This design comes from an exercise in tuning for small area, a short achievable clock period and few clock cycles per item on the open sky130 flow, not from production work.
Function was checked by simulation only, so behaviour that the tests miss may differ from the original.

==> design/flow/design.v <==
module fenpack_lane_dec (
    input  wire        clk,
    input  wire        rst,
    input  wire        start,
    input  wire        nib,
    input  wire [11:0] nsym,
    output wire        idle,
    input  wire        in_valid,
    input  wire [7:0]  in_data,
    output wire        in_ready,
    output reg         out_valid,
    output reg  [7:0]  out_sym,
    input  wire        out_ready
);
    localparam S_IDLE  = 3'd0;
    localparam S_TABLE = 3'd1;
    localparam S_BASE  = 3'd2;
    localparam S_SORT  = 3'd3;
    localparam S_DEC   = 3'd4;
    reg [2:0]  state;
    reg        nib_r;
    reg [11:0] remain;         
    reg [3:0]  len_mem [0:255];
    reg [7:0]  sorted  [0:255];
    reg [8:0]  cnt   [1:12];   
    reg [11:0] first [1:12];   
    reg [8:0]  base  [1:12];   
    reg [8:0]  ptr   [1:12];   
    reg [6:0]  tidx;           
    reg [7:0]  sidx;           
    reg [7:0]  sbyte;
    reg [3:0]  nbits;          
    reg [11:0] code;
    reg [3:0]  clen;
    integer l;
    wire [6:0] tlast = nib_r ? 7'd7 : 7'd127;
    wire [7:0] slast = nib_r ? 8'd15 : 8'd255;
    assign idle     = (state == S_IDLE);
    assign in_ready = (state == S_TABLE) || (state == S_DEC && nbits == 4'd0);
    reg [11:0] first_c [1:12];
    reg [8:0]  base_c  [1:12];
    always @* begin
        first_c[1] = 12'd0;
        base_c[1]  = 9'd0;
        for (l = 2; l <= 12; l = l + 1) begin
            first_c[l] = (first_c[l-1] + {3'd0, cnt[l-1]}) << 1;
            base_c[l]  = base_c[l-1] + cnt[l-1];
        end
    end
    wire        bit_in    = sbyte[nbits - 4'd1];
    wire [11:0] code_n    = {code[10:0], bit_in};
    wire [3:0]  clen_n    = clen + 4'd1;
    wire [11:0] offset    = code_n - first[clen_n];
    wire        hit       = ({1'b0, offset} < {4'd0, cnt[clen_n]});
    wire [8:0]  sort_idx  = base[clen_n] + offset[8:0];
    wire        can_step  = (nbits != 4'd0) && (!out_valid || out_ready);
    wire [3:0]  slen      = len_mem[sidx];
    always @(posedge clk) begin
        if (rst) begin
            state     <= S_IDLE;
            out_valid <= 1'b0;
            nbits     <= 4'd0;
        end else begin
            if (out_valid && out_ready)
                out_valid <= 1'b0;
            case (state)
            S_IDLE: begin
                if (start) begin
                    nib_r  <= nib;
                    remain <= nsym;
                    tidx   <= 7'd0;
                    sidx   <= 8'd0;
                    nbits  <= 4'd0;
                    code   <= 12'd0;
                    clen   <= 4'd0;
                    for (l = 1; l <= 12; l = l + 1)
                        cnt[l] <= 9'd0;
                    state  <= S_TABLE;
                end
            end
            S_TABLE: begin
                if (in_valid) begin
                    len_mem[{tidx, 1'b0}] <= in_data[3:0];
                    len_mem[{tidx, 1'b1}] <= in_data[7:4];
                    for (l = 1; l <= 12; l = l + 1)
                        cnt[l] <= cnt[l]
                                  + {8'd0, in_data[3:0] == l[3:0]}
                                  + {8'd0, in_data[7:4] == l[3:0]};
                    tidx <= tidx + 7'd1;
                    if (tidx == tlast)
                        state <= S_BASE;
                end
            end
            S_BASE: begin
                for (l = 1; l <= 12; l = l + 1) begin
                    first[l] <= first_c[l];
                    base[l]  <= base_c[l];
                    ptr[l]   <= base_c[l];
                end
                state <= S_SORT;
            end
            S_SORT: begin
                if (slen != 4'd0) begin
                    sorted[ptr[slen][7:0]] <= sidx;
                    ptr[slen] <= ptr[slen] + 9'd1;
                end
                sidx <= sidx + 8'd1;
                if (sidx == slast)
                    state <= S_DEC;
            end
            S_DEC: begin
                if (nbits == 4'd0) begin
                    if (in_valid) begin
                        sbyte <= in_data;
                        nbits <= 4'd8;
                    end
                end else if (can_step) begin
                    if (hit) begin
                        out_valid <= 1'b1;
                        out_sym   <= sorted[sort_idx[7:0]];
                        code      <= 12'd0;
                        clen      <= 4'd0;
                        remain    <= remain - 12'd1;
                        if (remain == 12'd1) begin
                            nbits <= 4'd0;
                            state <= S_IDLE;
                        end else begin
                            nbits <= nbits - 4'd1;
                        end
                    end else begin
                        code  <= code_n;
                        clen  <= clen_n;
                        nbits <= nbits - 4'd1;
                    end
                end
            end
            default: state <= S_IDLE;
            endcase
        end
    end
endmodule
==> design/flow/run.sh <==
#!/bin/bash
# synth_recipe.tcl (not shown) runs the flow's synth.tcl, then flattens the netlist and writes it again
# the make line also repeats each setting of config.mk as NAME=value (left out here)
make -C /OpenROAD-flow-scripts/flow DESIGN_CONFIG=/design/flow/config.mk WORK_HOME=/design/flow/orfs CLKGATE_MAP_FILE= SYNTH_SCRIPT=/design/flow/synth_recipe.tcl finish
==> design/flow/config.mk <==
export PLATFORM = sky130hd
export DESIGN_NAME = fenpack_lane_dec
export DESIGN_NICKNAME = fenpack_lane_dec
export VERILOG_FILES = /design/flow/design.v
export SDC_FILE = /design/flow/constraint.sdc
export NUM_CORES = 4
export LEC_CHECK = 0
export CAP_MARGIN = 20
export CORE_MARGIN = 2
export CORE_UTILIZATION = 40
export PLACE_DENSITY = 0.6
export SLEW_MARGIN = 20
==> design/flow/constraint.sdc <==
create_clock -name core_clock -period 10.0 [get_ports {clk}]
set_input_delay 2.0000 -clock core_clock [delete_from_list [all_inputs] [get_ports {clk}]]
set_output_delay 2.0000 -clock core_clock [all_outputs]
set_load 0.01 [all_outputs]
==> notes.md <==
[per-stage QoR]
step / hold slack [ns] / area (µm²) / utilization, %
after floorplan: 0.480 / 148000 / -
after global placement: 0.517 / 155000 / 42.1
after detailed placement: 0.540 / 155000 / 42.1
after CTS: 0.539 / 167000 / 45.3
after global routing: 0.574 / 167000 / 45.3
final: 0.553 / 167000 / 45.3
[worst max path at each step]
stage              start    endpoint  slack [ns]
3_5_place_dp   cnt[1][0]  ptr[12][7]        1.34
3_3_place_gp   cnt[1][0]  ptr[12][7]        1.52
5_1_grt        cnt[1][0]  ptr[12][7]        0.52
4_1_cts        cnt[1][0]  ptr[12][7]        1.23
2_1_floorplan        rst  cnt[10][0]        0.68
6_report       cnt[1][0]  ptr[12][7]        1.17
[Yosys cell counts, types with 7 or more instances]
cell	number
nand3_1	133
inv_1	171
nand2_1	221
o2111ai_1	12
o21bai_1	48
xor2_1	107
o21ai_0	76
ha_1	203
a22oi_1	142
a21o_1	57
or3_1	18
a21boi_0	8
buf_6	34
and3_1	83
o221ai_1	8
xnor2_1	168
a32oi_1	7
o22ai_1	12
or2_2	8
nor2_1	652
clkbuf_1	209
a22o_1	15
mux2_2	20
and2_1	17
mux2i_1	147
dfxtp_1	16
nor2b_1	78
nand2b_1	25
nand4_1	28
buf_4	20
a211oi_1	71
a222oi_1	39
buf_2	55
a221oi_1	7
nor3_1	43
a21oi_1	208
o21a_1	23
a31oi_1	16
edfxtp_1	3542
o211ai_1	7
nor4_1	19
buf_1	81
mux4_2	863
fa_1	34
[registers in the layout, indices dropped and copies added (netlist names), 8 cells and up, named ones only]
signal / flops
sidx: 8
first: 110
len_mem: 1024
base: 89
ptr: 104
cnt: 108
out_sym: 8
sorted: 2048
code: 11
remain: 12
sbyte: 8
[layer usage]
metal,wire (µm),track usage (%)
met2,184000,32.7
met5,0,0
met4,11300,5.61
met1,161000,28.9
met3,30100,3.40
[logic make-up after synthesis]
logic type | after synthesis | synth area share, %
and+or+nand+nor | 1385 | 4.32
DFF | 3558 | 72.0
AOI/OAI and AO/OA | 816 | 3.83
muxes | 1031 | 14.3
other | 1 | 0.00253
adders and majority gates | 237 | 2.17
buffers and inverters | 578 | 1.79
xor gates and xnor gates | 275 | 1.63
[final cells by class]
cell class                 instances  area (µm²)  share of cell area [%]
timing repair buffer             283        2590                    1.55
clock inverter                   205        2270                    1.36
multi-input combinational       3752       39100                    23.4
sequential                      3558      107000                    63.8
clock buffer                     453        9660                    5.78
antenna                            4        10.0                 0.00599
inverter                         173         649                   0.388
tap                             4950        6190                    3.70
[critical path, delay by kind of cell, from the launching register on]
| family | cells | cell delay [ns] |
|---|---|---|
| adders and majority gates | 11 | 3.91 |
| and+or+nand+nor | 3 | 0.34 |
| xor gates and xnor gates | 11 | 2.81 |
| AOI/OAI and AO/OA | 6 | 0.82 |
| DFF | 1 | 0.45 |
| buffers and inverters | 3 | 0.22 |
[cells in the final DEF (no fill, tap or decap), drive strengths merged, types with 143 or more instances in the layout]
| master | count |
|---|---|
| a21oi | 208 |
| buf | 255 |
| clkbuf | 453 |
| clkinv | 143 |
| edfxtp | 3542 |
| ha | 203 |
| inv | 186 |
| mux2i | 148 |
| mux4 | 863 |
| nand2 | 223 |
| nor2 | 655 |
| xnor2 | 168 |
==> results.toml <==
[yosys]
synth_seq_cells = 3558
yosysWarnings = 37
avgSynthCellArea_um2 = 18.8
ys_types = 104
synth_top_area_share_pct = 71.8
ys.flop_type = "edfxtp_1"
syn-cell-area_um2 = 148000
seq_area_frac_synth_pct = 72.0
async_flop_share_pct = 0
synth_area_leader_cell = "edfxtp_1"
synth_edf_count = 3542
synthCells = 7881
netlist_top_cells_area = "edfxtp_1 (72%), mux4_2 (13%), ha_1 (1.7%)"

[cells_and_area]
fin_cells = 13400
final_nets = 8398
syn_to_final_growth_pct = 12.8
fillers = 31200
final_layout_size_suffix_gt1_share_pct = 20.6

[floorplanning]
core_area_um2 = 369000
initial_core_util_pct = 40.2
ios = 37
die_h_um = 613
die_w_um = 613
dieArea_um2 = 375000
row_count = 223

[worst_hold_path]
hold_class = "register to register"
hold_depth = 2
whs_endpoint = "nbits[3]"
worstHoldStart = "nbits[3]"

[placement]
gp_congestion = 0.900
dp.cells = 12700
pre_cts_ws_ns = 1.34
numPortBuffers = 36
hpwlAfterDp_mm = 241

[routing]
vias_per_cell = 5.78
drc = 0
drt-initial-drc-count = 9497
vias = 77400
totalWireLength_mm = 387
wl_per_cell_um = 28.9
ant_nets = 0
drtPass1Iterations = 7

[timing]
finalHoldViolations = 0
min_period_ns = 8.83
rsz0062_at_grt = "no"
period_share_pct = 88.3
max_slew_margin_pct = 17.4
tightest_slew_ns = 1.24
fmax_ghz = 0.113
finClkSkew_ns = 0.0908
slew_viol_final = 0
fin_tns_setup_ns = 0
layout_setup_ws_ns = 1.17
finalSetupViolations = 0

[setup_path]
cp_data_arrival_time_ns = 9.50
worst_path_largest_cell_delay_ns = 0.55
worstSetupPathType = "register to register"
critical-path-slowest-cell = "fa_1"
ff2ff_path_depth = 34
cp-start-kind = "register"
crit_fanout = 5
r2r_slack_ns = 1.17
critical_path_required_ns = 10.66
worstSetupEndpointType = "register"
reg2reg_from = "cnt[1][0]"
cp_common_cell = "ha_1"
reg2reg_to = "ptr[12][7]"

[clocking]
cts.repair.resized = 0
clk_latency_ns = 0.95
cts_sinks = 3558
h-tree-depth = 5
clkTransAtPathRegs_ns = 0.06
clockBufferDepth = 4
numCtsBuffers = 367
root_buffer = "clkbuf_16"
cts_setup_buffers = 0
cts_hold_buf = 0
cts_tree = "yes"

[global_route]
grt_pass1_wl_mm = 560
grt_max_degree = 207
grt_pass1_vias = 78400
antenna_found_initial = 10
grt_overflow = 0
grt_use_total_pct = 20.4

[run_status]
status = "finished clean"

[flow_run]
maxCapViolCount = 0
Testbench counts, summed over its fixed seeds: cycles 350,971, items 67,584.

[port drivers added, routing unchanged]
How much do the figures lean on ideal ports? The routed layout below was timed once more, with nothing changed but the port constraints.
Step 1: set_driving_cell puts a clkbuf_16 on clk and a buf_2 on each other input, an assumption about the parent block.
Step 2 adds t to the input delays and takes it off the output delays; t is the mean of the earliest and latest rising clock arrival at the registers after step 1. Input paths then give back, and output paths get back, about the clock's delay inside the block.
a / b / c = ideal / step 1 / step 2; a / b = the first two.
t (ns): 1.007
setup slack, ns: 1.167 / 1.167 / 1.167
worst data-port slew with drivers (ns): 0.07
After both steps setup and hold are still met in this run. The setup slack of this run moves by 0.000 ns with the drivers and by 0.000 ns with both steps.
